From an optimization exercise on the open Yosys and OpenROAD flow, aimed at small area and a short achievable clock period; shortcuts taken in it are not production practice. Only simulation tests tie the RTL to the original design; equivalence was not proved.

==> flow/design.v <==
module pst_phy_rx (
    input  wire        clk,
    input  wire        rst,            
    input  wire        in_valid,       
    input  wire [65:0] in_data,        
    input  wire        inv_auto,       
    input  wire        restart,        
    input  wire        lockloss_clr,   
    output reg         out_valid,      
    output reg         out_ctrl,       
    output reg  [63:0] out_data,       
    output wire        locked,         
    output wire        rx_inv,         
    output wire        inv_event,      
    output reg  [31:0] blkerr,         
    output reg  [15:0] lockloss        
);
    reg  [65:0] prev_word;     
    reg  [6:0]  boundary;      
    reg  [5:0]  hunt_cnt;      
    reg  [63:0] err_hist;      
    reg  [3:0]  err_cnt;       
    reg  [57:0] scr_state;     
    reg         locked_q;      
    reg         rx_inv_q;      
    reg         inv_pend;      
    reg         inv_cand;      
    reg  [5:0]  inv_run_q;     
    reg  [1:0]  hdr_q;         
    reg         hdr_pol;       
    wire [63:0] cpl = ~out_data;
    wire is_train   = (cpl[7:0] == 8'h01) && (cpl[15:12] == 4'h0) &&
                      (cpl[63:16] == 48'h3C3C_3C3C_3C3C);
    wire is_losidle = (cpl[7:0] == 8'h02) && (cpl[8] == 1'b0);
    wire is_idle    = (cpl[7:0] == 8'h03) && (cpl[63:8] == 56'd0);
    wire is_cpl     = is_train || is_losidle || is_idle;
    wire fire = inv_cand & is_cpl;
    assign inv_event = fire;
    assign locked    = locked_q & ~fire;
    assign rx_inv    = rx_inv_q | fire;
    wire [5:0] inv_run = !inv_pend ? inv_run_q :
                         (is_cpl && !fire) ? (inv_run_q == 6'd32 ? 6'd32 : inv_run_q + 6'd1) :
                         6'd0;
    wire [65:0]  word    = in_data;
    wire [131:0] window  = {word, prev_word};
    wire [129:0] st7 = window[131:2];
    wire [129:0] st6;
    wire [97:0]  st5;
    wire [81:0]  st4;
    wire [73:0]  st3;
    wire [69:0]  st2;
    wire [67:0]  st1;
    wire [66:0]  sh;
    genvar g;
    generate
        for (g = 0; g < 130; g = g + 1) begin : g_st6
            if (g <= 65)      assign st6[g] = boundary[6] ? st7[g + 64] : st7[g];
            else if (g <= 67) assign st6[g] = boundary[6] ? 1'b0 : st7[g];
            else              assign st6[g] = st7[g];
        end
        for (g = 0; g < 98; g = g + 1) begin : g_st5
            assign st5[g] = boundary[5] ? st6[g + 32] : st6[g];
        end
        for (g = 0; g < 82; g = g + 1) begin : g_st4
            assign st4[g] = boundary[4] ? st5[g + 16] : st5[g];
        end
        for (g = 0; g < 74; g = g + 1) begin : g_st3
            assign st3[g] = boundary[3] ? st4[g + 8] : st4[g];
        end
        for (g = 0; g < 70; g = g + 1) begin : g_st2
            assign st2[g] = boundary[2] ? st3[g + 4] : st3[g];
        end
        for (g = 0; g < 68; g = g + 1) begin : g_st1
            assign st1[g] = boundary[1] ? st2[g + 2] : st2[g];
        end
        for (g = 0; g < 67; g = g + 1) begin : g_st0
            assign sh[g] = boundary[0] ? st1[g + 1] : st1[g];
        end
    endgenerate
    wire [63:0]  scrambled = sh[63:0];
    wire [121:0] scr_ext = {scrambled, scr_state};
    reg  [63:0]  payload;
    integer j;
    always @(*) begin
        for (j = 0; j < 64; j = j + 1)
            payload[j] = scr_ext[58 + j] ^ scr_ext[19 + j] ^ scr_ext[j] ^ rx_inv_q;
    end
    wire         b65 = (boundary == 7'd65);
    wire         h0 = hdr_q[0] ^ hdr_pol;
    wire         h1 = b65 ? (in_data[0] ^ rx_inv) : (hdr_q[1] ^ hdr_pol);
    wire         hdr_valid = h0 ^ h1;
    wire         hdr_data  = h1;           
    wire cut     = in_valid & ~restart;
    wire lk_cut  = cut & locked;
    wire slip    = cut & ~locked & ~hdr_valid;
    wire drop    = lk_cut & ~hdr_valid & (err_cnt == 4'd15) & ~err_hist[63];
    always @(posedge clk) begin
        if (in_valid)
            prev_word[65:2] <= word[65:2];
        out_data <= payload;
        if (in_valid)
            scr_state <= scrambled[63:6];
        out_ctrl <= h0;
        if (cut)
            err_hist <= {err_hist[62:0], ~hdr_valid};
        if (!locked)
            err_cnt <= 4'd0;
        else if (cut)
            err_cnt <= err_cnt + {3'd0, ~hdr_valid} - {3'd0, err_hist[63]};
        if (rst) begin
            prev_word[1:0] <= 2'd0;
            hdr_q     <= 2'd0;
            hdr_pol   <= 1'b0;
            boundary  <= 7'd0;
            hunt_cnt  <= 6'd0;
            out_valid <= 1'b0;
            locked_q  <= 1'b0;
            rx_inv_q  <= 1'b0;
            inv_pend  <= 1'b0;
            inv_cand  <= 1'b0;
            inv_run_q <= 6'd0;
            blkerr    <= 32'd0;
            lockloss  <= 16'd0;
        end else begin
            if (in_valid) begin
                prev_word[1:0] <= word[1:0];
                hdr_pol <= rx_inv;
                if (slip)
                    hdr_q <= b65 ? word[1:0] : sh[66:65];
                else
                    hdr_q <= sh[65:64];
            end
            out_valid <= lk_cut & hdr_valid;
            inv_pend  <= lk_cut & hdr_valid & hdr_data & ~drop;
            inv_cand  <= lk_cut & hdr_valid & hdr_data & ~drop & inv_auto &
                         (inv_run[5] | (&inv_run[4:0]));
            rx_inv_q  <= rx_inv & ~restart;
            locked_q  <= locked;
            inv_run_q <= inv_run;
            if (lockloss_clr)
                lockloss <= 16'd0;
            if (lk_cut & ~hdr_valid)
                blkerr <= blkerr + 32'd1;
            if (drop && (lockloss != 16'hFFFF || lockloss_clr))
                lockloss <= lockloss_clr ? 16'd1 : lockloss + 16'd1;
            if (restart) begin
                locked_q  <= 1'b0;
                hunt_cnt  <= 6'd0;
                inv_run_q <= 6'd0;
            end else if (in_valid) begin
                if (!locked) begin
                    if (hdr_valid) begin
                        hunt_cnt <= hunt_cnt + 6'd1;
                        if (hunt_cnt == 6'd63)
                            locked_q <= 1'b1;
                    end else begin
                        hunt_cnt <= 6'd0;
                        boundary <= (boundary == 7'd65) ? 7'd0 : boundary + 7'd1;
                    end
                    inv_run_q <= 6'd0;
                end else begin
                    if (drop)
                        locked_q <= 1'b0;
                    if (!(hdr_valid & hdr_data) | drop)
                        inv_run_q <= 6'd0;
                end
            end
        end
    end
endmodule
module pst_frame_rx (
    input  wire        clk,
    input  wire        rst,             
    input  wire        blk_valid,       
    input  wire        blk_ctrl,        
    input  wire [63:0] blk_data,        
    input  wire        locked,          
    output reg         fr_sof,          
    output reg         fr_valid,        
    output reg  [63:0] fr_data,
    output reg         fr_end,          
    output reg         fr_good,         
    output reg  [15:0] frame_ok,        
    output reg  [15:0] frame_err        
);
    localparam [7:0] T_OWN  = 8'h10;
    localparam [7:0] T_SOF  = 8'h11;
    localparam [7:0] T_EOF  = 8'h12;
    localparam [7:0] T_MARK = 8'h13;
    localparam [31:0] CRC_IDLE = 32'hF0958FC8;
    reg        run_take;         
    reg [5:0]  run_left;         
    wire       run_active = |run_left;
    reg        in_frame;
    reg [5:0]  f_rem;            
    reg [31:0] f_crc;            
    function type_len_ok;
        input [7:0] t;
        input [4:0] len;
        begin
            case (t)
                8'h01:   type_len_ok = (len == 5'd8);
                8'h02:   type_len_ok = (len == 5'd6);
                8'h03:   type_len_ok = (len == 5'd8);
                8'h04:   type_len_ok = (len >= 5'd1);
                8'h05:   type_len_ok = (len == 5'd3);
                8'h06:   type_len_ok = (len == 5'd0) || (len == 5'd4);
                8'h07:   type_len_ok = (len >= 5'd2);
                default: type_len_ok = 1'b0;
            endcase
        end
    endfunction
    wire [7:0] btype   = blk_data[7:0];
    wire       is_mark = blk_ctrl && (btype == T_MARK);
    wire       is_own  = blk_ctrl && (btype == T_OWN);
    wire       is_sof  = blk_ctrl && (btype == T_SOF);
    wire       is_eof  = blk_ctrl && (btype == T_EOF);
    wire       is_data = !blk_ctrl;
    wire [31:0] crc_next;
    pst_crc64 u_crc (.c(f_crc), .d(blk_data), .q(crc_next));
    wire        eof_good = (blk_data[39:8] == ~f_crc) && (f_rem == 6'd0);
    wire        blk      = locked && blk_valid && !is_mark;
    wire        in_run   = blk && run_active;
    wire        last_blk = run_left == 6'd1;
    wire        take     = in_run && run_take;
    wire        open_sof = take && !in_frame && is_sof;
    wire        dat      = take && in_frame && is_data;
    wire        close    = take && in_frame && !is_data;        
    wire        good     = close && is_eof && eof_good;
    wire        end_bad  = (!locked && in_frame) ||
                           ((open_sof || dat) && last_blk) || (close && !good);
    wire        frame_nx = in_frame ? (locked && !(take && (close || (dat && last_blk))))
                                    : (open_sof && !last_blk);
    always @(posedge clk) begin
        fr_data <= blk_data;
        if (!frame_nx)
            f_crc <= CRC_IDLE;
        else if (open_sof || dat)
            f_crc <= crc_next;
        if (open_sof)
            f_rem <= type_len_ok(blk_data[15:8], blk_data[20:16]) ?
                     {1'b0, blk_data[20:16]} : 6'd63;
        else if (dat)
            f_rem <= f_rem - 6'd1;
        if (rst) begin
            run_take   <= 1'b0;
            run_left   <= 6'd0;
            in_frame   <= 1'b0;
            f_crc      <= CRC_IDLE;
            fr_sof     <= 1'b0;
            fr_valid   <= 1'b0;
            fr_end     <= 1'b0;
            fr_good    <= 1'b0;
            frame_ok   <= 16'd0;
            frame_err  <= 16'd0;
        end else begin
            fr_sof   <= open_sof;
            fr_valid <= dat;
            fr_end   <= end_bad || good;
            fr_good  <= good;
            in_frame <= frame_nx;
            if (good)
                frame_ok <= frame_ok + 16'd1;
            if (end_bad)
                frame_err <= frame_err + 16'd1;
            if (!locked) begin
                run_take <= 1'b0;
                run_left <= 6'd0;
            end else if (blk) begin
                if (!run_active) begin
                    if (is_own) begin
                        run_left <= blk_data[21:16];
                        run_take <= blk_data[24];
                    end
                end else begin
                    run_left <= run_left - 6'd1;
                end
            end
        end
    end
endmodule
module pst_crc64 (
    input  wire [31:0] c,
    input  wire [63:0] d,
    output wire [31:0] q
);
    wire [31:0] x = c ^ d[31:0];
    wire t64 = x[3] ^ x[13];
    wire t65 = x[4] ^ d[39];
    wire t66 = x[11] ^ d[32];
    wire t67 = x[6] ^ x[16];
    wire t68 = x[7] ^ x[12];
    wire t69 = d[36] ^ d[54];
    wire t70 = x[5] ^ x[15];
    wire t71 = x[8] ^ d[37];
    wire t72 = x[9] ^ d[38];
    wire t73 = x[19] ^ d[34];
    wire t74 = x[30] ^ d[55];
    wire t75 = x[10] ^ d[56];
    wire t76 = d[47] ^ t64;
    wire t77 = x[1] ^ x[14];
    wire t78 = x[0] ^ d[35];
    wire t79 = x[31] ^ d[61];
    wire t80 = d[45] ^ t66;
    wire t81 = x[20] ^ d[40];
    wire t82 = x[2] ^ d[59];
    wire t83 = x[21] ^ d[41];
    wire t84 = x[22] ^ d[42];
    wire t85 = d[50] ^ d[57];
    wire t86 = x[23] ^ d[43];
    wire t87 = x[24] ^ d[44];
    wire t88 = x[25] ^ d[52];
    wire t89 = x[26] ^ d[46];
    wire t90 = d[48] ^ d[60];
    wire t91 = x[17] ^ d[63];
    wire t92 = d[33] ^ d[58];
    wire t93 = x[27] ^ d[49];
    wire t94 = x[29] ^ d[51];
    wire t95 = x[18] ^ t70;
    wire t96 = d[62] ^ t85;
    wire t97 = t67 ^ t69;
    wire t98 = d[53] ^ t83;
    wire t99 = t65 ^ t75;
    wire t100 = d[63] ^ t71;
    wire t101 = t74 ^ t90;
    wire t102 = x[28] ^ t89;
    wire t103 = d[35] ^ t72;
    wire t104 = t68 ^ t84;
    wire t105 = x[5] ^ t79;
    wire t106 = x[28] ^ d[34];
    wire t107 = x[12] ^ d[60];
    wire t108 = x[13] ^ d[51];
    wire t109 = d[39] ^ d[58];
    wire t110 = t73 ^ t81;
    wire t111 = x[11] ^ t82;
    wire t112 = x[19] ^ t77;
    wire t113 = x[20] ^ t86;
    wire t114 = t65 ^ t108;
    wire t115 = x[7] ^ t87;
    wire t116 = x[9] ^ t91;
    wire t117 = t88 ^ t94;
    wire t118 = d[61] ^ t104;
    wire t119 = x[25] ^ t80;
    wire t120 = t68 ^ t102;
    wire t121 = t76 ^ t78;
    wire t122 = t93 ^ t100;
    wire t123 = x[17] ^ d[37];
    wire t124 = x[31] ^ d[36];
    wire t125 = x[18] ^ d[56];
    wire t126 = d[38] ^ d[40];
    wire t127 = x[3] ^ x[22];
    wire t128 = x[8] ^ d[45];
    wire t129 = x[24] ^ d[33];
    wire t130 = x[12] ^ d[54];
    wire t131 = x[26] ^ d[53];
    wire t132 = d[32] ^ d[57];
    wire t133 = d[59] ^ d[62];
    wire t134 = x[4] ^ x[23];
    wire t135 = x[27] ^ t77;
    wire t136 = t78 ^ t107;
    wire t137 = d[41] ^ t92;
    wire t138 = x[21] ^ t82;
    wire t139 = d[34] ^ t109;
    wire t140 = x[15] ^ t67;
    wire t141 = d[44] ^ t70;
    wire t142 = d[46] ^ t71;
    wire t143 = x[16] ^ t72;
    wire t144 = d[49] ^ t79;
    wire t145 = d[33] ^ t95;
    wire t146 = t81 ^ t98;
    wire t147 = x[2] ^ t80;
    wire t148 = t88 ^ t101;
    wire t149 = t96 ^ t116;
    wire t150 = t95 ^ t97;
    wire t151 = d[47] ^ t122;
    wire t152 = x[10] ^ x[17];
    wire t153 = d[49] ^ d[55];
    wire t154 = x[2] ^ d[36];
    wire t155 = x[0] ^ d[38];
    wire t156 = d[42] ^ d[62];
    wire t157 = d[43] ^ d[57];
    wire t158 = x[29] ^ d[48];
    wire t159 = d[39] ^ d[44];
    wire t160 = d[37] ^ d[50];
    wire t161 = x[13] ^ x[14];
    wire t162 = d[42] ^ d[59];
    wire t163 = x[6] ^ x[18];
    wire t164 = x[0] ^ x[14];
    wire t165 = x[1] ^ x[8];
    wire t166 = x[30] ^ d[50];
    wire t167 = d[48] ^ t92;
    wire t168 = t66 ^ t74;
    wire t169 = t78 ^ t123;
    wire t170 = t106 ^ t124;
    wire t171 = x[1] ^ t66;
    wire t172 = x[29] ^ t125;
    wire t173 = t64 ^ t71;
    wire t174 = t73 ^ t84;
    wire t175 = d[52] ^ t75;
    wire t176 = t86 ^ t155;
    wire t177 = d[40] ^ t87;
    wire t178 = d[53] ^ t93;
    wire t179 = x[16] ^ t69;
    wire t180 = x[21] ^ t106;
    wire t181 = x[28] ^ t127;
    wire t182 = x[27] ^ t130;
    wire t183 = t131 ^ t132;
    wire t184 = x[31] ^ t73;
    wire t185 = d[55] ^ t91;
    wire t186 = x[11] ^ t92;
    wire t187 = t64 ^ t133;
    wire t188 = t65 ^ t103;
    wire t189 = t97 ^ t167;
    wire t190 = t110 ^ t152;
    wire t191 = t68 ^ t111;
    wire t192 = t136 ^ t174;
    wire t193 = d[57] ^ t113;
    wire t194 = t77 ^ t139;
    wire t195 = x[4] ^ t142;
    wire t196 = d[43] ^ t76;
    wire t197 = t115 ^ t180;
    wire t198 = t117 ^ t181;
    wire t199 = t111 ^ t182;
    wire t200 = t99 ^ t161;
    wire t201 = x[30] ^ t96;
    wire t202 = x[9] ^ t101;
    wire t203 = t99 ^ t112;
    wire t204 = t141 ^ t144;
    wire t205 = t67 ^ t76;
    wire t206 = d[46] ^ t114;
    wire t207 = t90 ^ t103;
    wire t208 = t105 ^ t134;
    wire t209 = x[24] ^ t105;
    wire t210 = x[6] ^ t118;
    wire t211 = x[23] ^ t147;
    wire t212 = d[41] ^ t148;
    wire t213 = t120 ^ t121;
    wire t214 = t120 ^ t160;
    wire t215 = t138 ^ t149;
    wire t216 = d[54] ^ t121;
    wire t217 = t150 ^ t151;
    assign q[0] = ((t188 ^ t189) ^ (t190 ^ (t168 ^ ((d[52] ^ x[3]) ^ t135))));
    assign q[1] = ((t145 ^ t146) ^ (t191 ^ ((t153 ^ t169) ^ (t170 ^ t99))));
    assign q[2] = ((((t83 ^ t85) ^ (x[5] ^ t126)) ^ (t171 ^ t172)) ^ ((t173 ^ t97) ^ t192));
    assign q[3] = (t210 ^ (((t112 ^ t114) ^ (t137 ^ t169)) ^ ((t74 ^ (t154 ^ t72)) ^ t193)));
    assign q[4] = (((t176 ^ t95) ^ (t81 ^ (t124 ^ t156))) ^ (t194 ^ ((t115 ^ t138) ^ (t173 ^ t175))));
    assign q[5] = ((t98 ^ ((d[60] ^ t127) ^ (t157 ^ t82))) ^ (((t100 ^ t112) ^ (t140 ^ t177)) ^ (t119 ^ t188)));
    assign q[6] = ((((t135 ^ t141) ^ (t89 ^ (d[35] ^ t73))) ^ t210) ^ (t211 ^ t212));
    assign q[7] = (t213 ^ ((t140 ^ t178) ^ (((d[56] ^ t128) ^ (t129 ^ t154)) ^ ((t156 ^ t79) ^ t113))));
    assign q[8] = ((t196 ^ t197) ^ ((t149 ^ t195) ^ (t179 ^ (((d[32] ^ x[25]) ^ t158) ^ t135))));
    assign q[9] = ((t198 ^ ((((x[1] ^ x[26]) ^ t159) ^ t110) ^ t147)) ^ t217);
    assign q[10] = (t214 ^ (((((x[10] ^ x[29]) ^ t69) ^ t98) ^ t194) ^ t211));
    assign q[11] = ((((t84 ^ t94) ^ t142) ^ t199) ^ (t76 ^ (((d[35] ^ x[15]) ^ t126) ^ (t129 ^ t74))));
    assign q[12] = (t212 ^ ((t143 ^ t170) ^ (t76 ^ ((t65 ^ t86) ^ (x[14] ^ (d[56] ^ x[12]))))));
    assign q[13] = (((t144 ^ t177) ^ t200) ^ (t183 ^ (((d[35] ^ d[42]) ^ t123) ^ (t158 ^ t70))));
    assign q[14] = ((t137 ^ (t93 ^ ((d[43] ^ x[14]) ^ t126))) ^ (t201 ^ (t119 ^ t150)));
    assign q[15] = (t214 ^ ((t184 ^ t185) ^ ((t137 ^ t140) ^ (t162 ^ (d[51] ^ t159)))));
    assign q[16] = ((t196 ^ t202) ^ (t203 ^ (((t162 ^ t163) ^ (t69 ^ t94)) ^ ((x[7] ^ t128) ^ t186))));
    assign q[17] = ((t202 ^ t204) ^ ((t175 ^ ((t157 ^ t164) ^ t110)) ^ (t191 ^ t195)));
    assign q[18] = (((t96 ^ t98) ^ t204) ^ (t205 ^ ((((d[58] ^ x[20]) ^ t107) ^ (t165 ^ t75)) ^ (t103 ^ t80))));
    assign q[19] = (t215 ^ ((((x[10] ^ t164) ^ t80) ^ t118) ^ (t189 ^ t206)));
    assign q[20] = (((t113 ^ (((d[32] ^ x[19]) ^ (x[22] ^ x[30])) ^ (t133 ^ t68))) ^ (t206 ^ t207)) ^ t217);
    assign q[21] = (t216 ^ (((((d[58] ^ d[60]) ^ t166) ^ t171) ^ t122) ^ (t197 ^ t208)));
    assign q[22] = ((t198 ^ t199) ^ (t209 ^ ((((d[62] ^ x[16]) ^ t109) ^ (t128 ^ t166)) ^ t190)));
    assign q[23] = (((t163 ^ (x[31] ^ t134)) ^ (t168 ^ t187)) ^ (t146 ^ ((t102 ^ t116) ^ (t117 ^ t136))));
    assign q[24] = (((t185 ^ ((x[11] ^ x[26]) ^ t104)) ^ (t205 ^ t207)) ^ (t209 ^ ((t139 ^ t172) ^ t146)));
    assign q[25] = (((t186 ^ t187) ^ t118) ^ (t193 ^ (((d[34] ^ t125) ^ (t153 ^ t165)) ^ ((t83 ^ t88) ^ t143))));
    assign q[26] = (t215 ^ (t200 ^ ((((d[58] ^ x[8]) ^ t131) ^ (t86 ^ t87)) ^ t192)));
    assign q[27] = (((t91 ^ ((d[45] ^ d[59]) ^ (d[61] ^ x[22]))) ^ t145) ^ (t148 ^ (((t132 ^ t67) ^ (t73 ^ t87)) ^ (t114 ^ t176))));
    assign q[28] = (((t115 ^ t178) ^ t119) ^ (t208 ^ (((t69 ^ t72) ^ (t75 ^ t89)) ^ ((x[3] ^ (d[62] ^ x[18])) ^ t101))));
    assign q[29] = (t151 ^ ((((t129 ^ t130) ^ (x[6] ^ (d[55] ^ x[19]))) ^ (t102 ^ t105)) ^ ((t96 ^ t99) ^ t119)));
    assign q[30] = (t213 ^ ((t179 ^ ((x[5] ^ t91) ^ t117)) ^ (t201 ^ t203)));
    assign q[31] = (t216 ^ (((t100 ^ t143) ^ (t183 ^ t184)) ^ ((t94 ^ (x[2] ^ (d[39] ^ x[10]))) ^ t145)));
endmodule
module pst_rx (
    input  wire        clk,
    input  wire        rst,            
    input  wire        in_valid,       
    input  wire [65:0] in_data,        
    input  wire        inv_auto,       
    input  wire        restart,        
    input  wire        lockloss_clr,   
    output wire        blk_valid,
    output wire        blk_ctrl,
    output wire [63:0] blk_data,
    output wire        locked,
    output wire        rx_inv,
    output wire        inv_event,
    output wire [31:0] blkerr,
    output wire [15:0] lockloss,
    output wire        fr_sof,
    output wire        fr_valid,
    output wire [63:0] fr_data,
    output wire        fr_end,
    output wire        fr_good,
    output wire [15:0] frame_ok,
    output wire [15:0] frame_err
);
    pst_phy_rx u_phy (
        .clk(clk), .rst(rst), .in_valid(in_valid), .in_data(in_data),
        .inv_auto(inv_auto), .restart(restart), .lockloss_clr(lockloss_clr),
        .out_valid(blk_valid), .out_ctrl(blk_ctrl), .out_data(blk_data),
        .locked(locked), .rx_inv(rx_inv), .inv_event(inv_event),
        .blkerr(blkerr), .lockloss(lockloss));
    pst_frame_rx u_frame (
        .clk(clk), .rst(rst),
        .blk_valid(blk_valid), .blk_ctrl(blk_ctrl), .blk_data(blk_data),
        .locked(locked),
        .fr_sof(fr_sof), .fr_valid(fr_valid), .fr_data(fr_data),
        .fr_end(fr_end), .fr_good(fr_good),
        .frame_ok(frame_ok), .frame_err(frame_err));
endmodule
==> flow/flow/run.sh <==
#!/bin/bash
# The standard ORFS layout (standard.sh, the standard flow's SDC and config), with:
# - synthesis by flow/lean_synth.tcl: the standard flow's synthesis script with an
#   area-oriented ABC mapping script (flow/lean.abc); same flip-flops/names;
set -euo pipefail
W=$(pwd)
export LEAN_ABC_SCRIPT="$W/flow/lean.abc"
mapfile -t ARGS < <(grep -v '^#' flow/make_args.txt | sed '/^$/d')
bash standard.sh "SYNTH_SCRIPT=$W/flow/lean_synth.tcl" "${ARGS[@]}" finish > standard_flow.log 2>&1
==> flow/flow/lean.abc <==
&get -n
&st
&dch
&nf
&put
topo
stime -c
==> flow/flow/lean_synth.tcl <==
# The standard flow's synthesis script (synth_recipe.tcl) with one change: ABC maps the
# logic with flow/lean.abc (area-oriented mapping, no buffering or upsizing)
# instead of ORFS's speed script; the layout's timing repair sizes the gates.
# Flip-flops, yosys synth -nofsm -noshare, flattening and renaming as the standard flow's.
proc synth {args} { yosys synth -nofsm -noshare {*}$args }
proc abc {args} {
  set i [lsearch -exact $args -script]
  if {$i >= 0} { set args [lreplace $args [expr {$i+1}] [expr {$i+1}] $::env(LEAN_ABC_SCRIPT)] }
  yosys abc {*}$args
}
source $::env(SCRIPTS_DIR)/synth.tcl
# left out here: clear keep_hierarchy, flatten, clean up, hide names made inside functions, write 1_2_yosys.v
==> flow/flow/make_args.txt <==
SETUP_SLACK_MARGIN=8.3
TNS_END_PERCENT=40
BUFFER_PORTS_ARGS=-buffer_cell sky130_fd_sc_hd__buf_1
==> flow/standard.sh <==
#!/bin/bash
# synth_recipe.tcl (not shown) runs the flow's synth.tcl, then flattens the netlist and writes it again
# the make line also repeats each setting of config.mk as NAME=value (left out here)
make -C /OpenROAD-flow-scripts/flow DESIGN_CONFIG=/design/flow/config.mk WORK_HOME=/design/flow/orfs CLKGATE_MAP_FILE= SYNTH_SCRIPT=/design/flow/synth_recipe.tcl "${@:-finish}"
==> flow/config.mk <==
export PLATFORM = sky130hd
export DESIGN_NAME = pst_rx
export DESIGN_NICKNAME = pst_rx
export VERILOG_FILES = /design/flow/design.v
export SDC_FILE = /design/flow/constraint.sdc
export NUM_CORES = 4
export LEC_CHECK = 0
export CAP_MARGIN = 20
export CORE_MARGIN = 2
export CORE_UTILIZATION = 65
export CTS_CLUSTER_DIAMETER = 100
export CTS_CLUSTER_SIZE = 22
export PLACE_DENSITY = 0.8
export SLEW_MARGIN = 20
==> flow/constraint.sdc <==
create_clock -name core_clock -period 13.0 [get_ports {clk}]
set_input_delay 2.6000 -clock core_clock [delete_from_list [all_inputs] [get_ports {clk}]]
set_output_delay 2.6000 -clock core_clock [all_outputs]
set_load 0.01 [all_outputs]
==> out/metrics.cfg, run 1 <==
[synthesis]
synthTopCellsByArea=edfxtp_1 21%, dfxtp_1 21%, xnor2_1 16%
synth_edf_count=192
synth.most_common_cell=xnor2_1
syn-num-nets=2640
ys_seq_elements=476
yosysSeqAreaShare_pct=42.5
yosysWarnings=2
synth_common_cells=489 x xnor2_1, 284 x dfxtp_1, 202 x nor2_1
synth_top_area_share_pct=21.4
synthCells=2548
async_flop_share_pct=0
syn_area_mm2=0.0269
yosys.area.top_type=edfxtp_1
synth_cell_types=65
syn_avg_cell_area_um2=10.6
synth_ff_type=dfxtp_1

[hold_path]
hold_class=register to register

[sta]
skew_ns=0.0265
setup-violations-final=0
slew_headroom_pct=26.7
timing.fmax_ghz=0.188
holdWs_ns=0.416
final_max_slew_viol_count=0
fin_crit_ns=5.32
rsz0062_at_grt=yes
fin_crit_sh_pct=40.9
worstMarginPinSlew_ns=1.10
hold_viol_final=0
fin_setup_tns_ns=0

[route]
wire_per_inst_um=25.6
vias=22551
ant_nets=0
wl_mm=89.0
drc_errors=0
drtIter0Drc=2757
viasPerCell=6.50
drtPass1Iterations=6

[setup_path]
cp_max_fo=5
arrival_ns=2.72
cp.required_ns=10.40
cp-start-kind=register
path_class=register to output port
critPathCaptureType=output port

[die]
die_h_um=208
num_rows=74
io-pin-count=289
floorplan.die_area_mm2=0.0431
core_area_mm2=0.0408
die_w_um=208
initial_core_util_pct=66.0

[cells_and_area]
final_net_count=3013
final_area_mm2=0.0304
area_growth_pct=12.9
drive_above_1_share_pct=8.85

[cts]
path_clk_slew_ns=0.10
cts_tree=done
clk_path_buf_depth=3
clock_latency_ns=0.60
htree_levels=1
clock-sinks=476
clockRootBuffer=clkbuf_16
cts_buffers=26

[place]
gp_congestion=1.01
portBuffers=288
placed_area_mm2=0.0291
dp_hpwl_mm=66.0

[global_route]
first_global_vias=21315
antenna_found_initial=1
gr-total-overflow=0
grt_max_degree=122
track_usage_pct=39.9
grt_pass1_wl_mm=132

[run_status]
status=complete, no violations

[flow_run]
maxCapViolCount=0

-- layer usage --
| layer | vias up | track usage [%] | part of all wire [%] |
|---|---|---|---|
| li1 | 9971 | - | - |
| met1 | 10810 | 51.1 | 37 |
| met2 | 1430 | 67.5 | 48 |
| met3 | 340 | 5.07 | 8.9 |
| met4 | 0 | 19.2 | 6.2 |
| met5 | - | 0 | 0 |
-- state kept, by name, indices dropped and copies added, names as in the netlist, 2 cells and up --
name,count
u_frame.f_crc,32
u_frame.run_left,6
u_phy.err_hist,64
u_phy.err_cnt,4
u_phy.hdr_q,2
u_frame.frame_err,16
u_frame.frame_ok,16
u_phy.hunt_cnt,6
u_phy.lockloss,16
u_phy.blkerr,32
u_phy.out_data,64
u_phy.prev_word,64
u_phy.scr_state,58
u_frame.fr_data,64
u_phy.inv_run_q,6
u_frame.f_rem,6
u_phy.boundary,7
-- kinds of logic after synthesis --
| kind of cell | share of synthesized area (%) |
|---|---|
| multiplexers | 12.8 |
| AND/OR/NAND/NOR | 11.7 |
| XOR/XNOR | 22.2 |
| buffers and inverters | 0.599 |
| AO/OA/AOI/OAI | 9.24 |
| adder cells (fa/ha/maj) | 0.957 |
| flip-flops | 42.5 |
-- area by class of cell --
cell class | count | area (um^2)
fillers | 2807 | 10400
clock inverters | 3 | 35.0
well taps | 532 | 666
flip-flops and latches | 476 | 11500
repair buffers | 344 | 1560
diodes | 1 | 2.50
clock buffers | 43 | 736
inverters | 43 | 178
multi-input cells | 2030 | 15700
-- through the flow --
| stage | setup slack (ns) | instances | util (%) |
|---|---|---|---|
| floorplan | 8.11 | 2548 | - |
| global placement | 7.42 | 3394 | 71.3 |
| detailed placement | 7.27 | 3394 | 71.3 |
| CTS | 7.70 | 3461 | 73.9 |
| global route | 7.65 | 3471 | 74.5 |
| finish | 7.68 | 3472 | 74.5 |
-- placed cells by master (no fill, tap or decap), types with 21 or more instances in the layout --
| master | Yosys | final |
|---|---|---|
| nand3_1 | 28 | 28 |
| nand2_1 | 192 | 191 |
| and3_1 | 48 | 45 |
| clkbuf_16 | 0 | 27 |
| dfxtp_2 | 0 | 28 |
| clkinv_1 | 43 | 37 |
| mux2_1 | 51 | 45 |
| buf_1 | 0 | 282 |
| nor3_1 | 62 | 58 |
| a21oi_1 | 146 | 140 |
| mux2i_1 | 133 | 132 |
| a211oi_1 | 26 | 26 |
| xnor2_1 | 489 | 488 |
| nor2_1 | 202 | 199 |
| buf_4 | 0 | 54 |
| nand4_1 | 36 | 36 |
| o211ai_1 | 23 | 23 |
| o21ai_0 | 110 | 102 |
| o21a_1 | 21 | 21 |
| dfxtp_1 | 284 | 245 |
| xor2_1 | 194 | 194 |
| edfxtp_1 | 192 | 192 |
| mux4_2 | 69 | 69 |
-- final timing paths --
check | startpoint | to | slack [ns] | cells after the start
setup / recovery | u_phy.out_data[4]$_DFF_P_ | locked | 7.68 | 4
hold / removal | u_phy.err_hist[1]$_DFFE_PP_ | u_phy.err_hist[2]$_DFFE_PP_ | 0.42 | 0
setup reg to reg | u_phy.boundary[2]$_SDFFE_PP0P_ | u_phy.hdr_q[0]$_SDFFE_PP0P_ | 8.50 | 11
hold reg to reg | u_phy.err_hist[1]$_DFFE_PP_ | u_phy.err_hist[2]$_DFFE_PP_ | 0.42 | 0
-- worst max-delay path, cell delays in order, from the launching register on --
cell,delay (ns)
dfxtp_1,0.86
nand4_1,0.57
o31ai_4,0.42
clkinv_2,0.12
buf_2,0.16
-- what timing repair did --
action                     CTS  global route
setup endpoints to repair   79            63
hold buffers                 0             0
resized for setup           59            40
cloned                       1             0
pin swaps                    5            10
setup buffers               20            10
==> run 2, diff against run 1 <==
==> flow/flow/make_args.txt (replaced) <==
SETUP_SLACK_MARGIN=8.3
TNS_END_PERCENT=100
BUFFER_PORTS_ARGS=-buffer_cell sky130_fd_sc_hd__buf_1
==> out/metrics.cfg, run 2 <==
[run_status]
status=complete, no violations

[cells_and_area]
final_util_pct=75.0
area_growth_pct=13.6
final_area_mm2=0.0306
diodes=0
final_common_cell=xnor2_1
drive_above_1_share_pct=9.75
layout_common_cells=487 x xnor2_1, 281 x buf_1, 242 x dfxtp_1
final_net_count=3018

[synthesis]
post_synth_xor_area_fraction_pct=22.2
syn_avg_cell_area_um2=10.6
synth_cell_types=65
synth-compound-area-share_pct=9.24
synthTopCellsByArea=edfxtp_1 21%, dfxtp_1 21%, xnor2_1 16%
synth_top_family_by_area=XOR/XNOR gates
syn_area_mm2=0.0269
yosys.area_share.adder_pct=0.957
synth_top_area_share_pct=21.4
ys_seq_elements=476
synth_edf_count=192
syn-num-nets=2640
synthMuxAreaShare_pct=12.8
synth.most_common_cell=xnor2_1
synth_ff_type=dfxtp_1
yosys.area.top_type=edfxtp_1
yosysWarnings=2
synth_common_cells=489 x xnor2_1, 284 x dfxtp_1, 202 x nor2_1
synthCells=2548
synth-simple-area-share_pct=11.7
yosysSeqAreaShare_pct=42.5
async_flop_share_pct=0

[sta]
skew_ns=0.0228
fin_crit_ns=5.41
rsz0062_at_grt=yes
slew_headroom_pct=27.0
timing.fmax_ghz=0.185
setup-violations-final=0
final_max_slew_viol_count=0
worstMarginPinSlew_ns=1.09
fin_crit_sh_pct=41.6
fin_setup_tns_ns=0
hold_viol_final=0

[route]
drtPass1Iterations=7
wl_mm=92.0
viasPerCell=6.60
wire_per_inst_um=26.5
vias=22919
drc_errors=0
ant_nets=0
drtIter0Drc=3052

[hold_path]
hold_class=register to register
hp-start=u_phy.err_hist[39]$_DFFE_PP_
hold_path_depth=0

[setup_path]
cp-start-kind=register
arrival_ns=2.81
path_class=register to output port
cp_max_fo=8
cp.required_ns=10.40
ff2ff_path_depth=20
crit-reg2reg-launch=u_phy.out_data[29]$_DFF_P_
critPathLaunch=u_phy.out_data[29]$_DFF_P_
critPathCaptureType=output port

[cts]
path_clk_slew_ns=0.09
cts_buffers=26
clock-sinks=476
clockRootBuffer=clkbuf_16
clk_path_buf_depth=3
clock_latency_ns=0.60
htree_levels=1
cts_tree=done
hold_buffers=0

[global_route]
track_usage_pct=40.5
grt_pass1_wl_mm=134
grt_max_degree=116
antenna_found_initial=2
first_global_vias=21581
gr-total-overflow=0

[die]
initial_core_util_pct=66.0
num_rows=74
io-pin-count=289
floorplan.die_area_mm2=0.0431
die_w_um=208
die_h_um=208
core_area_mm2=0.0408

[flow_run]
maxCapViolCount=0

[place]
dp_hpwl_mm=67.1
placed_area_mm2=0.0291
gp_congestion=1.08
portBuffers=288

==> run 2: cell counts after synthesis <==
No cell type changed its count.
==> run 2: worst paths after layout <==
| path | end | slack [ns] |
|---|---|---|
| worst max-delay path | locked | 7.59 |
| worst min-delay path | u_phy.err_hist[40]$_DFFE_PP_ | 0.42 |
| worst max register to register | u_phy.blkerr[26]$_SDFFE_PP0N_ | 8.37 |
| worst min register to register | u_phy.err_hist[40]$_DFFE_PP_ | 0.42 |
==> run 2: cell type report <==
class,count,area [um^2]
Multi-Input combinational cell,2030,15800
Clock inverter,3,36.3
Inverter,43,181
Fill cell,2754,10200
Timing Repair Buffer,349,1630
Clock buffer,42,732
Sequential cell,476,11500
Tap cell,532,666
==> run 2: layer usage <==
layer	up-vias	GRT usage, %	part of all wire (%)
li1	9984	-	-
met1	10857	51.4	36
met2	1690	66.9	47
met3	388	5.36	9.2
met4	0	23.6	7.5
met5	-	0	0
==> run 2: stage by stage <==
step / setup slack, ns / hold slack (ns) / cells
floorplan: 8.18 / 0.400 / 2548
global placement: 7.21 / 0.402 / 3394
detailed placement: 7.11 / 0.405 / 3394
CTS: 7.64 / 0.425 / 3458
global route: 7.55 / 0.430 / 3475
finish: 7.59 / 0.424 / 3475
==> run 2: worst max-delay path: stages (launching register included) <==
cell and delay (ns):
dfxtp_2 0.57, nand4_1 0.16, nor4_2 0.45, nand4_1 0.16
and3_4 0.27, o31ai_4 0.28, clkinv_2 0.14, buf_2 0.17
==> run 2: kinds of logic (layout without fill, tap and decap cells) <==
family / Yosys count / count (layout)
AOI/OAI and AO/OA: 409 / 410
adders and majority gates: 20 / 20
muxes: 253 / 253
and+or+nand+nor: 664 / 664
DFF: 476 / 476
xor gates and xnor gates: 683 / 683
buffers and inverters: 43 / 437
==> run 2: what timing repair did <==
action                                  in CTS  in global routing
cloned                                       1                  0
endpoints found under the setup margin     115                 56
pin swaps                                    7                 18
buffers inserted                            18                 17
gates resized for setup                     68                 65
==> run 3, diff against run 2 <==
==> flow/flow/make_args.txt (replaced) <==
SETUP_SLACK_MARGIN=7.9
TNS_END_PERCENT=0
BUFFER_PORTS_ARGS=-buffer_cell sky130_fd_sc_hd__buf_1
==> out/metrics.cfg, run 3 <==
[sta]
holdWs_ns=0.414
worstMarginPinSlew_ns=1.18
fin_setup_tns_ns=0
slew_headroom_pct=21.0
setup-violations-final=0
hold_viol_final=0
fin_crit_sh_pct=40.9
timing.fmax_ghz=0.188
rsz0062_at_grt=yes
fin_crit_ns=5.32
layout_setup_ws_ns=7.68
skew_ns=0.0258
final_max_slew_viol_count=0

[synthesis]
async_flop_share_pct=0
yosysSeqAreaShare_pct=42.5
synth_common_cells=489 x xnor2_1, 284 x dfxtp_1, 202 x nor2_1
syn-num-nets=2640
synth_cell_types=65
synth_top_area_share_pct=21.4
synth.most_common_cell=xnor2_1
synth_ff_type=dfxtp_1
synth_edf_count=192
syn_area_mm2=0.0269
syn_avg_cell_area_um2=10.6
ys_seq_elements=476
yosys.area.top_type=edfxtp_1
yosysWarnings=2
synthCells=2548
synthTopCellsByArea=edfxtp_1 21%, dfxtp_1 21%, xnor2_1 16%

[die]
floorplan.die_area_mm2=0.0431
initial_core_util_pct=66.0
die_w_um=208
core_area_mm2=0.0408
die_h_um=208
num_rows=74
io-pin-count=289

[cells_and_area]
final_area_mm2=0.0300
final_net_count=2996
final_common_cell=xnor2_1
final-seq-area_mm2=0.0115
multi_input_area_mm2=0.0155
layout.cells.non_filler=3451
diodes=0
layout_common_cells=489 x xnor2_1, 284 x buf_1, 241 x dfxtp_1
fillers=2904
area_growth_pct=11.3
drive_above_1_share_pct=7.06
final_util_pct=73.4

[route]
viasPerCell=6.51
wire_per_inst_um=26.1
wl_mm=90.1
drtPass1Iterations=7
drtIter0Drc=3496
drc_errors=0
ant_nets=0
vias=22463

[global_route]
track_usage_pct=40.6
grt_max_degree=119
first_global_vias=21146
gr-total-overflow=0
grt_pass1_wl_mm=134
antenna_found_initial=2

[setup_path]
path_class=register to output port
regToRegEndpoint=u_frame.frame_err[4]$_SDFFE_PP0P_
cp_max_fo=4
crit_slowest_cell=nor4_4
crit_chain=nand4_1, nor4_4, nand4_1, and3_4, o31ai_4, clkinv_2, buf_6
crit-reg2reg-launch=u_phy.out_data[16]$_DFF_P_
cp_common_cell=nand4_1
ff2ff_path_depth=14
critPathLaunch=u_phy.out_data[16]$_DFF_P_
r2r_slack_ns=7.90
cp.depth=7
slowest_delay_ns=0.51
cp.required_ns=10.40
critPathCaptureType=output port
arrival_ns=2.72
path_buf_inv=2
cp-start-kind=register
crit_family=simple AND/OR/NAND/NOR gates

[cts]
clk_path_buf_depth=3
path_clk_slew_ns=0.10
clock-sinks=476
cts_tree=done
cts_buffers=25
clock_latency_ns=0.61
clockRootBuffer=clkbuf_16
htree_levels=1

[place]
place_inst=3392
place_ws_ns=6.43
gp_congestion=1.06
dp_hpwl_mm=68.6
placed_area_mm2=0.0289
portBuffers=288

[flow_run]
maxCapViolCount=0

[hold_path]
min_to=u_frame.fr_data[2]$_DFF_P_
hp-start=u_phy.out_data[2]$_DFF_P_
hold_path_depth=0
hold_class=register to register

[run_status]
status=complete, no violations

[run 3: cell counts after synthesis]
No cell type changed its count.
[run 3: cell families (layout without fill, tap and decap cells)]
| logic type | after synthesis | count (layout) | share of synthesized area [%] |
|---|---|---|---|
| simple gates | 664 | 664 | 11.7 |
| buf+inv | 43 | 413 | 0.599 |
| fa+ha+maj | 20 | 20 | 0.957 |
| flops | 476 | 476 | 42.5 |
| mux | 253 | 253 | 12.8 |
| compound gates | 409 | 410 | 9.24 |
| xor+xnor | 683 | 683 | 22.2 |
[run 3: how the worst max path moves through the flow]
stage	end
final	locked
after detailed placement	u_frame.frame_err[4]$_SDFFE_PP0P_
after CTS	locked
after floorplan	u_phy.lockloss[14]$_SDFFE_PP0P_
after global routing	locked
after global placement	u_frame.frame_err[2]$_SDFFE_PP0P_
[run 3: cell type report]
class | count | area share [%]
clock buffer | 39 | 2.29
clock inverter | 3 | 0.150
inverter | 43 | 0.563
multi-input combinational | 2030 | 51.6
sequential | 476 | 38.5
tap | 532 | 2.22
timing repair buffer | 328 | 4.66
[run 3: worst reg2reg max path, stage by stage, from the launching register on]
cell	delay (ns)
dfxtp_4	0.37
nand4_1	0.32
nor4_4	0.52
nand4_1	0.17
and3_4	0.25
o31ai_4	0.24
clkinv_2	0.11
buf_4	0.14
buf_4	0.14
nand4_1	0.35
a21boi_4	0.63
clkinv_4	0.41
a221o_1	0.77
and3_1	0.35
nor3_1	0.23
[run 3: timing repair]
action / CTS / global route
pin swaps: 4 / 6
endpoints found under the setup margin: 69 / 53
setup buffers: 9 / 7
gates resized for setup: 57 / 19
gates cloned: 0 / 1
hold buffers: 0 / 0
[run 3: layer usage]
layer  vias to the layer above  routed length, um  track usage [%]  part of all wire (%)
li1                       9926                  -                -                     -
met1                     10750              35400             55.8                    39
met2                      1559              40700             64.3                    45
met3                       224               9660             7.37                    11
met4                         4               4280             15.9                   4.8
met5                         -                 27                0                 0.030
==> run 4, diff against run 3 <==
==> flow/flow/make_args.txt (replaced) <==
SETUP_SLACK_MARGIN=8.3
TNS_END_PERCENT=0
BUFFER_PORTS_ARGS=-buffer_cell sky130_fd_sc_hd__buf_1
--- a/flow/config.mk
+++ b/flow/config.mk
@@ -8,7 +8,7 @@
 export CAP_MARGIN = 20
 export CORE_MARGIN = 2
-export CORE_UTILIZATION = 65
+export CORE_UTILIZATION = 70
 export CTS_CLUSTER_DIAMETER = 100
 export CTS_CLUSTER_SIZE = 22
-export PLACE_DENSITY = 0.8
+export PLACE_DENSITY = 0.85
 export SLEW_MARGIN = 20
==> out/metrics.cfg, run 4 <==
[setup_path]
cp_max_fo=9
cp-start-kind=register
arrival_ns=2.84
path_class=register to output port
cp.required_ns=10.40
critPathCaptureType=output port

[cts]
clock-sinks=476
clock_latency_ns=0.61
clockRootBuffer=clkbuf_16
htree_levels=1
cts_tree=done
cts_buffers=26
path_clk_slew_ns=0.10
clk_path_buf_depth=3

[global_route]
antenna_found_initial=4
first_global_vias=22700
grt_max_degree=119
track_usage_pct=47.4
gr-total-overflow=0
grt_pass1_wl_mm=144

[sta]
setup-violations-final=0
final_max_slew_viol_count=0
rsz0062_at_grt=yes
skew_ns=0.0215
worstMarginPinSlew_ns=1.30
fin_crit_sh_pct=41.9
fin_crit_ns=5.44
fin_setup_tns_ns=0
holdWs_ns=0.388
slew_headroom_pct=12.0
hold_viol_final=0
timing.fmax_ghz=0.184

[flow_run]
maxCapViolCount=0

[cells_and_area]
fillers=2278
drive_above_1_share_pct=7.78
final_area_mm2=0.0301
final_net_count=3004
layout_common_cells=489 x xnor2_1, 284 x buf_1, 236 x dfxtp_1
area_growth_pct=11.8
final_common_cell=xnor2_1

[hold_path]
hold_class=register to register

[die]
die_h_um=200
initial_core_util_pct=71.4
core_area_mm2=0.0378
die_w_um=200
floorplan.die_area_mm2=0.0401
num_rows=71
io-pin-count=289

[place]
portBuffers=288
dp_hpwl_mm=71.3
gp_congestion=1.04
placed_area_mm2=0.0289

[route]
drc_errors=0
wire_per_inst_um=29.0
drtPass1Iterations=9
vias=24357
drtIter0Drc=4606
viasPerCell=7.07
wl_mm=99.8
ant_nets=0

[synthesis]
async_flop_share_pct=0
syn_area_mm2=0.0269
syn_avg_cell_area_um2=10.6
synth_top_area_share_pct=21.4
yosys.area.top_type=edfxtp_1
syn-num-nets=2640
synth_edf_count=192
synthCells=2548
synth_common_cells=489 x xnor2_1, 284 x dfxtp_1, 202 x nor2_1
synth_ff_type=dfxtp_1
synth.most_common_cell=xnor2_1
ys_seq_elements=476
synth_cell_types=65
yosysSeqAreaShare_pct=42.5
synthTopCellsByArea=edfxtp_1 21%, dfxtp_1 21%, xnor2_1 16%
yosysWarnings=2

[run_status]
status=complete, no violations

[run 4: cell types whose count changed in the layout (fill, tap and decap cells not counted), moves of 2 or more]
cell	previous run	this run
nor4_1	15	13
or4_1	8	6
clkinv_1	40	38
inv_4	0	2
diode_2	0	4
clkbuf_1	13	15
or4_4	0	2
dfxtp_4	15	20
clkinv_8	0	2
dfxtp_1	241	236
buf_4	39	47
[run 4: stage by stage]
stage	util (%)	std cells	setup WS [ns]
floorplan	-	2548	7.85
global placement	76.6	3376	6.66
detailed placement	76.6	3376	6.25
CTS	79.3	3432	7.64
global route	79.8	3442	7.52
finish	79.8	3444	7.56
[run 4: layer usage]
metal,global-route usage (%),vias up,share of wire [%]
li1,-,9951,-
met1,60.5,11291,34
met2,74.0,2413,44
met3,11.7,702,14
met4,27.0,0,8.1
met5,0,-,0
[run 4: cell type report]
class | count | area, um^2 | share of cell area, %
multi-input cells | 2029 | 15500 | 51.5
inverters | 43 | 169 | 0.561
clock buffers | 41 | 707 | 2.35
clock inverters | 4 | 66.3 | 0.220
flip-flops and latches | 476 | 11600 | 38.4
well taps | 511 | 639 | 2.12
diodes | 4 | 10.0 | 0.0332
repair buffers | 336 | 1460 | 4.84
[run 4: final timing paths]
kind	from	to	slack (ns)	cells after the start
min reg2reg	u_phy.out_data[3]$_DFF_P_	u_frame.fr_data[3]$_DFF_P_	0.39	0
max	u_phy.out_data[1]$_DFF_P_	locked	7.56	7
min	u_phy.out_data[3]$_DFF_P_	u_frame.fr_data[3]$_DFF_P_	0.39	0
max reg2reg	u_phy.out_data[1]$_DFF_P_	u_frame.frame_err[4]$_SDFFE_PP0P_	7.84	13
[run 4: critical path: stages (launching register included)]
cell and delay, ns:
dfxtp_1 0.68, nand4b_1 0.26, nor4_4 0.29, nand4_1 0.13
and3_4 0.25, o31ai_4 0.39, inv_4 0.09, buf_6 0.15
[run 4: cells by family after synthesis]
logic type                 after synthesis  synth area share [%]
AOI/OAI and AO/OA                      409                  9.24
xor gates and xnor gates               683                  22.2
adders and majority gates               20                 0.957
and+or+nand+nor                        664                  11.7
buffers and inverters                   43                 0.599
muxes                                  253                  12.8
DFF                                    476                  42.5
[run 4: what timing repair did]
| action | in CTS | in global routing |
|---|---|---|
| setup endpoints to repair | 144 | 167 |
| pin swaps | 7 | 9 |
| gates resized for setup | 55 | 41 |
| buffers inserted | 11 | 8 |
| hold buffers | 0 | 0 |
| cloned | 0 | 0 |
==> run 5, diff against run 4 <==
==> flow/flow/run.sh (replaced) <==
#!/bin/bash
# The standard ORFS layout (standard.sh, the standard flow's SDC and config), with:
# - synthesis by flow/lean_synth.tcl: the standard flow's synthesis script with another
#   ABC mapping script (flow/lean.abc) and without the slow 4-input AND/OR
#   cells (flow/abc_dont_use.txt); same flip-flops and names;
set -euo pipefail
W=$(pwd)
export LEAN_ABC_SCRIPT="$W/flow/lean.abc"
export LEAN_ABC_DONT_USE="$(cat flow/abc_dont_use.txt)"
mapfile -t ARGS < <(grep -v '^#' flow/make_args.txt | sed '/^$/d')
bash standard.sh "SYNTH_SCRIPT=$W/flow/lean_synth.tcl" "${ARGS[@]}" finish > standard_flow.log 2>&1
==> flow/flow/abc_dont_use.txt (new file) <==

==> flow/flow/lean_synth.tcl (replaced) <==
# The standard flow's synthesis script (synth_recipe.tcl) with one change: ABC maps the
# logic with flow/lean.abc (delay-oriented mapping with area recovery, no
# buffering or upsizing) instead of ORFS's speed script, and without the cells
# listed in flow/abc_dont_use.txt; the layout's timing repair sizes the gates.
# Flip-flops, yosys synth -nofsm -noshare, flattening and renaming as the standard flow's.
proc synth {args} { yosys synth -nofsm -noshare {*}$args }
proc abc {args} {
  set i [lsearch -exact $args -script]
  if {$i >= 0} { set args [lreplace $args [expr {$i+1}] [expr {$i+1}] $::env(LEAN_ABC_SCRIPT)] }
  if {[info exists ::env(LEAN_ABC_DONT_USE)]} {
    foreach c $::env(LEAN_ABC_DONT_USE) { lappend args -dont_use $c }
  }
  yosys abc {*}$args
}
source $::env(SCRIPTS_DIR)/synth.tcl
# left out here: clear keep_hierarchy, flatten, clean up, hide names made inside functions, write 1_2_yosys.v
--- a/flow/config.mk
+++ b/flow/config.mk
@@ -8,7 +8,7 @@
 export CAP_MARGIN = 20
 export CORE_MARGIN = 2
-export CORE_UTILIZATION = 70
+export CORE_UTILIZATION = 65
 export CTS_CLUSTER_DIAMETER = 100
 export CTS_CLUSTER_SIZE = 22
-export PLACE_DENSITY = 0.85
+export PLACE_DENSITY = 0.8
 export SLEW_MARGIN = 20
==> out/metrics.cfg, run 5 <==
[run_status]
status=complete, no violations

[sta]
final_max_slew_viol_count=0
worstMarginPinSlew_ns=1.34
timing.fmax_ghz=0.189
layout_setup_ws_ns=7.70
skew_ns=0.0235
rsz0062_at_grt=yes
fin_setup_tns_ns=0
setup-violations-final=0
slew_headroom_pct=9.55
fin_crit_ns=5.30
fin_crit_sh_pct=40.7
hold_viol_final=0

[hold_path]
hold_path_depth=0
hp-start=u_phy.out_data[3]$_DFF_P_
hold_class=register to register
min_to=u_frame.fr_data[3]$_DFF_P_

[synthesis]
syn-num-nets=2640
synth_edf_count=192
synthTopCellsByArea=edfxtp_1 21%, dfxtp_1 21%, xnor2_1 16%
yosys.area.top_type=edfxtp_1
async_flop_share_pct=0
ys_seq_elements=476
synth_common_cells=489 x xnor2_1, 284 x dfxtp_1, 202 x nor2_1
yosysWarnings=2
synth_top_area_share_pct=21.4
syn_avg_cell_area_um2=10.6
syn_area_mm2=0.0269
synth_cell_types=65
synthCells=2548
synth_ff_type=dfxtp_1
synth.most_common_cell=xnor2_1
yosysSeqAreaShare_pct=42.5

[place]
gp_congestion=1.04
portBuffers=288
place_ws_ns=6.55
placed_area_mm2=0.0289
dp_hpwl_mm=69.0

[cts]
clock-sinks=476
hold_buffers=0
path_clk_slew_ns=0.10
clk_path_buf_depth=3
cts_buffers=26
cts_tree=done
clock_latency_ns=0.62
clockRootBuffer=clkbuf_16
htree_levels=1

[route]
drc_errors=0
drtIter0Drc=3610
wl_mm=92.2
viasPerCell=6.64
vias=22956
wire_per_inst_um=26.7
ant_nets=0
drtPass1Iterations=8

[die]
die_w_um=208
floorplan.die_area_mm2=0.0431
core_area_mm2=0.0408
die_h_um=208
io-pin-count=289
num_rows=74
initial_core_util_pct=66.0

[global_route]
grt_max_degree=128
track_usage_pct=41.4
gr-total-overflow=0
antenna_found_initial=1
grt_pass1_wl_mm=136
first_global_vias=21497

[setup_path]
path_class=register to output port
crit_slowest_cell=or4_4
critPathCaptureType=output port
regToRegEndpoint=u_frame.frame_err[2]$_SDFFE_PP0P_
slowest_delay_ns=0.54
arrival_ns=2.70
ff2ff_path_depth=15
cp.required_ns=10.40
cp-start-kind=register
crit-reg2reg-launch=u_phy.out_data[26]$_DFF_P_
r2r_slack_ns=8.03
crit_chain=or4_4, nor4_4, nand4_1, and3_4, o31ai_4, clkinv_2, buf_6
cp_max_fo=3

[cells_and_area]
final_net_count=3000
area_growth_pct=11.8
diodes=0
final_area_mm2=0.0301
final_common_cell=xnor2_1
final_util_pct=73.8
drive_above_1_share_pct=7.59
layout_common_cells=488 x xnor2_1, 284 x buf_1, 239 x dfxtp_1

[flow_run]
maxCapViolCount=0

## run 5: cell counts after synthesis
Identical to the previous run, type by type.
## run 5: final cells by class
class	count	area (um^2)
Fill cell	2886	10700
Tap cell	532	666
Inverter	43	173
Clock buffer	40	703
Clock inverter	4	52.6
Timing Repair Buffer	331	1420
Sequential cell	476	11500
Multi-Input combinational cell	2030	15600
## run 5: cell families (layout without fill, tap and decap cells)
| kind of cell | Yosys count | in the layout | synth area share (%) |
|---|---|---|---|
| xor gates and xnor gates | 683 | 683 | 22.2 |
| and+or+nand+nor | 664 | 664 | 11.7 |
| muxes | 253 | 253 | 12.8 |
| DFF | 476 | 476 | 42.5 |
| adders and majority gates | 20 | 20 | 0.957 |
| AOI/OAI and AO/OA | 409 | 410 | 9.24 |
| buffers and inverters | 43 | 418 | 0.599 |
## run 5: stage by stage
| stage | hold WS, ns | cells |
|---|---|---|
| after global routing | 0.426 | 3456 |
| final | 0.425 | 3456 |
| after global placement | 0.404 | 3388 |
| after detailed placement | 0.405 | 3388 |
| after CTS | 0.423 | 3446 |
| after floorplan | 0.400 | 2548 |
## run 5: worst max-delay path by stage
| stage | slack, ns | startpoint | to | cells after the start |
|---|---|---|---|---|
| 2_1_floorplan | 7.85 | in_data[0] | u_phy.lockloss[15]$_SDFFE_PP0P_ | 12 |
| 3_3_place_gp | 6.81 | u_phy.out_data[33]$_DFF_P_ | u_frame.frame_err[2]$_SDFFE_PP0P_ | 12 |
| 3_5_place_dp | 6.55 | u_phy.out_data[17]$_DFF_P_ | u_frame.frame_err[2]$_SDFFE_PP0P_ | 12 |
| 4_1_cts | 7.73 | u_phy.out_data[26]$_DFF_P_ | locked | 7 |
| 5_1_grt | 7.64 | in_data[0] | u_phy.blkerr[25]$_SDFFE_PP0N_ | 13 |
| 6_report | 7.70 | u_phy.out_data[26]$_DFF_P_ | locked | 7 |
## run 5: repair_timing
action | CTS | global route
gates resized for setup | 59 | 32
pin swaps | 3 | 8
endpoints found under the setup margin | 138 | 146
hold endpoints to repair | 0 | 0
gates cloned | 1 | 0
buffers inserted | 13 | 10
## run 5: worst max-delay path, delay by kind of cell, from the launching register on
kind,cells,cell delay [ns]
AOI/OAI and AO/OA,1,0.24
buffers and inverters,2,0.27
DFF,1,0.36
and+or+nand+nor,4,1.21
## run 5: per-layer routing
metal  vias to the layer above  wire (um)  GRT usage [%]
met5                         -         13              0
met2                      1684      41700           65.7
met3                       287      10500           7.53
met1                     11063      35700           56.9
met4                         2       4430           15.7
li1                       9920          -              -
==> run 6, diff against run 5 <==
==> flow/flow/abc_dont_use.txt (replaced) <==
sky130_fd_sc_hd__and4_1 sky130_fd_sc_hd__and4_2 sky130_fd_sc_hd__and4_4 sky130_fd_sc_hd__and4b_1 sky130_fd_sc_hd__and4b_2 sky130_fd_sc_hd__and4b_4 sky130_fd_sc_hd__and4bb_1 sky130_fd_sc_hd__and4bb_2 sky130_fd_sc_hd__and4bb_4 sky130_fd_sc_hd__or4_1 sky130_fd_sc_hd__or4_2 sky130_fd_sc_hd__or4_4 sky130_fd_sc_hd__or4b_1 sky130_fd_sc_hd__or4b_2 sky130_fd_sc_hd__or4b_4 sky130_fd_sc_hd__or4bb_1 sky130_fd_sc_hd__or4bb_2 sky130_fd_sc_hd__or4bb_4 
==> out/metrics.cfg, run 6 <==
[global_route]
antenna_found_initial=2
gr-total-overflow=0
grt_pass1_wl_mm=134
track_usage_pct=40.6
grt_max_degree=120
first_global_vias=21581

[cts]
cts_tree=done
hold_buffers=0
cts_buffers=26
path_clk_slew_ns=0.09
htree_levels=1
clock_latency_ns=0.62
clk_path_buf_depth=3
clock-sinks=476
clockRootBuffer=clkbuf_16

[synthesis]
synthMuxAreaShare_pct=12.8
synth_top_area_share_pct=21.1
synthCells=2606
synth_edf_count=192
synthTopCellsByArea=edfxtp_1 21%, dfxtp_1 21%, xnor2_1 16%
syn_area_mm2=0.0273
yosysSeqAreaShare_pct=42.0
yosys.area_share.adder_pct=0.945
synth_ff_type=dfxtp_1
syn_avg_cell_area_um2=10.5
yosysWarnings=2
synth-simple-area-share_pct=11.3
async_flop_share_pct=0
yosys.area.top_type=edfxtp_1
synth-compound-area-share_pct=9.92
synth_common_cells=497 x xnor2_1, 284 x dfxtp_1, 198 x nand2_1
syn-num-nets=2698
post_synth_xor_area_fraction_pct=22.3
synth.most_common_cell=xnor2_1
ys_seq_elements=476
synth_top_family_by_area=XOR/XNOR gates
synth_cell_types=61

[sta]
fin_crit_sh_pct=41.4
fin_setup_tns_ns=0
fin_crit_ns=5.38
hold_viol_final=0
setup-violations-final=0
final_max_slew_viol_count=0
rsz0062_at_grt=yes
layout_setup_ws_ns=7.62
worstMarginPinSlew_ns=1.31
slew_headroom_pct=12.0
timing.fmax_ghz=0.186
skew_ns=0.0328

[place]
gp_congestion=1.03
dp_hpwl_mm=67.6
place_ws_ns=7.24
portBuffers=288

[route]
wl_mm=90.8
vias=23162
drc_errors=0
ant_nets=0
drtPass1Iterations=8
viasPerCell=6.48
wire_per_inst_um=25.4
drtIter0Drc=3405

[cells_and_area]
area_growth_pct=13.3
final_common_cell=xnor2_1
layout_common_cells=497 x xnor2_1, 283 x buf_1, 224 x dfxtp_1
drive_above_1_share_pct=9.35
final_net_count=3112
fillers=2994

[setup_path]
cp.required_ns=10.40
critPathCaptureType=output port
cp-start-kind=register
path_class=register to output port
arrival_ns=2.78
cp_max_fo=2

[die]
io-pin-count=289
floorplan.die_area_mm2=0.0436
die_h_um=209
die_w_um=209
initial_core_util_pct=65.5
core_area_mm2=0.0417
num_rows=75

[run_status]
status=complete, no violations

[flow_run]
maxCapViolCount=0

[hold_path]
hold_class=register to register

run 6: changes by cell type in the layout (fill, tap and decap cells not counted), moves of 10 or more:
cell      before  now
and3_1        47   26
dfxtp_1      239  224
nand3_1       28   48
buf_4         42   94
dfxtp_4       15   48
o21ai_0      109  120
nor3_1        59   47
nand4_1       36   47
clkinv_1      38   48
nor4_1        13   24
dfxtp_2       30   12
run 6: timing repair:
item,CTS,global route
resized for setup,97,23
buffers inserted,25,41
setup endpoints to repair,118,106
pin swaps,9,6
run 6: final timing paths:
check             slack (ns)  cells after the start                               to                          from
setup / recovery        7.62                      9                           locked    u_phy.out_data[38]$_DFF_P_
hold / removal          0.42                      0     u_phy.err_hist[62]$_DFFE_PP_  u_phy.err_hist[61]$_DFFE_PP_
setup reg to reg        8.04                     18  u_phy.lockloss[15]$_SDFFE_PP0P_    u_phy.out_data[38]$_DFF_P_
hold reg to reg         0.42                      0     u_phy.err_hist[62]$_DFFE_PP_  u_phy.err_hist[61]$_DFFE_PP_
run 6: worst max-delay path: stages (launching register included):
cell      delay [ns]
dfxtp_1         0.35
buf_6           0.11
nand4_1         0.10
nor3_2          0.28
nand4_1         0.26
o21a_1          0.29
a211oi_4        0.36
nand2b_4        0.24
clkinv_4        0.06
buf_6           0.11
run 6: routing by layer:
layer | part of all wire [%] | vias to the layer above | wire length (um) | global-route usage (%)
met5 | 0.0077 | - | 7 | 0
met4 | 4.1 | 2 | 3700 | 13.9
met3 | 12 | 239 | 10600 | 8.21
met2 | 45 | 1516 | 40900 | 63.6
met1 | 39 | 11163 | 35500 | 56.6
li1 | - | 10242 | - | -
run 6: cell families (layout without fill, tap and decap cells):
kind of cell,Yosys count,after routing
DFF,476,476
and+or+nand+nor,664,664
AOI/OAI and AO/OA,444,444
muxes,256,256
xor gates and xnor gates,693,693
adders and majority gates,20,20
buffers and inverters,53,483
other,0,1
run 6: per-stage QoR:
| step | hold WS (ns) | utilization (%) | area, um^2 | cells |
|---|---|---|---|---|
| CTS | 0.425 | 73.3 | 30500 | 3534 |
| global route | 0.431 | 74.2 | 30900 | 3575 |
| finish | 0.424 | 74.2 | 30900 | 3576 |
| detailed placement | 0.405 | 70.5 | 29400 | 3465 |
| floorplan | 0.400 | - | 27400 | 2606 |
| global placement | 0.403 | 70.5 | 29400 | 3465 |
run 6: layout make-up:
type	count	area, um^2	area share (%)
Antenna cell	1	2.50	0.00809
Clock buffer	41	717	2.32
Clock inverter	3	48.8	0.158
Inverter	53	211	0.684
Multi-Input combinational cell	2077	15800	51.0
Sequential cell	476	11600	37.7
Tap cell	539	674	2.18
Timing Repair Buffer	386	1860	6.01

==> re-timing with driven ports <==
The flow's constraints put no driver on any port. The routed layouts listed below were extracted and timed again, unchanged, in two steps. Step 1 sets driving cells, clkbuf_16 on the clock port and buf_2 on the other inputs (assumed; they add their load-dependent delay and slew). Step 2 also shifts input and output timing later by t, the mid clock arrival at the registers, as if the neighbouring blocks saw the same clock. Slacks: ideal ports / drivers / drivers and shift; pairs: ideal ports / drivers.
run	t (ns)	setup slack, ns	worst setup path at the end	clock arrival spread, ns	worst register clock-pin slew, ns
run 1	0.648	7.684 / 7.622 / 7.536	input to register	0.032 / 0.032	0.11 / 0.11
run 2	0.651	7.593 / 7.535 / 7.630	input to register	0.025 / 0.025	0.10 / 0.10
run 3	0.655	7.679 / 7.619 / 7.203	input to register	0.026 / 0.026	0.10 / 0.10
run 4	0.659	7.558 / 7.501 / 7.075	input to register	0.022 / 0.022	0.10 / 0.10
run 5	0.667	7.704 / 7.643 / 7.126	input to register	0.024 / 0.025	0.10 / 0.10
run 6	0.657	7.619 / 7.565 / 7.124	input to register	0.035 / 0.036	0.10 / 0.10
After both steps every run listed still meets setup and hold. For run 5, which loses most, drivers alone change the setup slack by -0.061 ns; drivers and shift together by -0.578 ns.
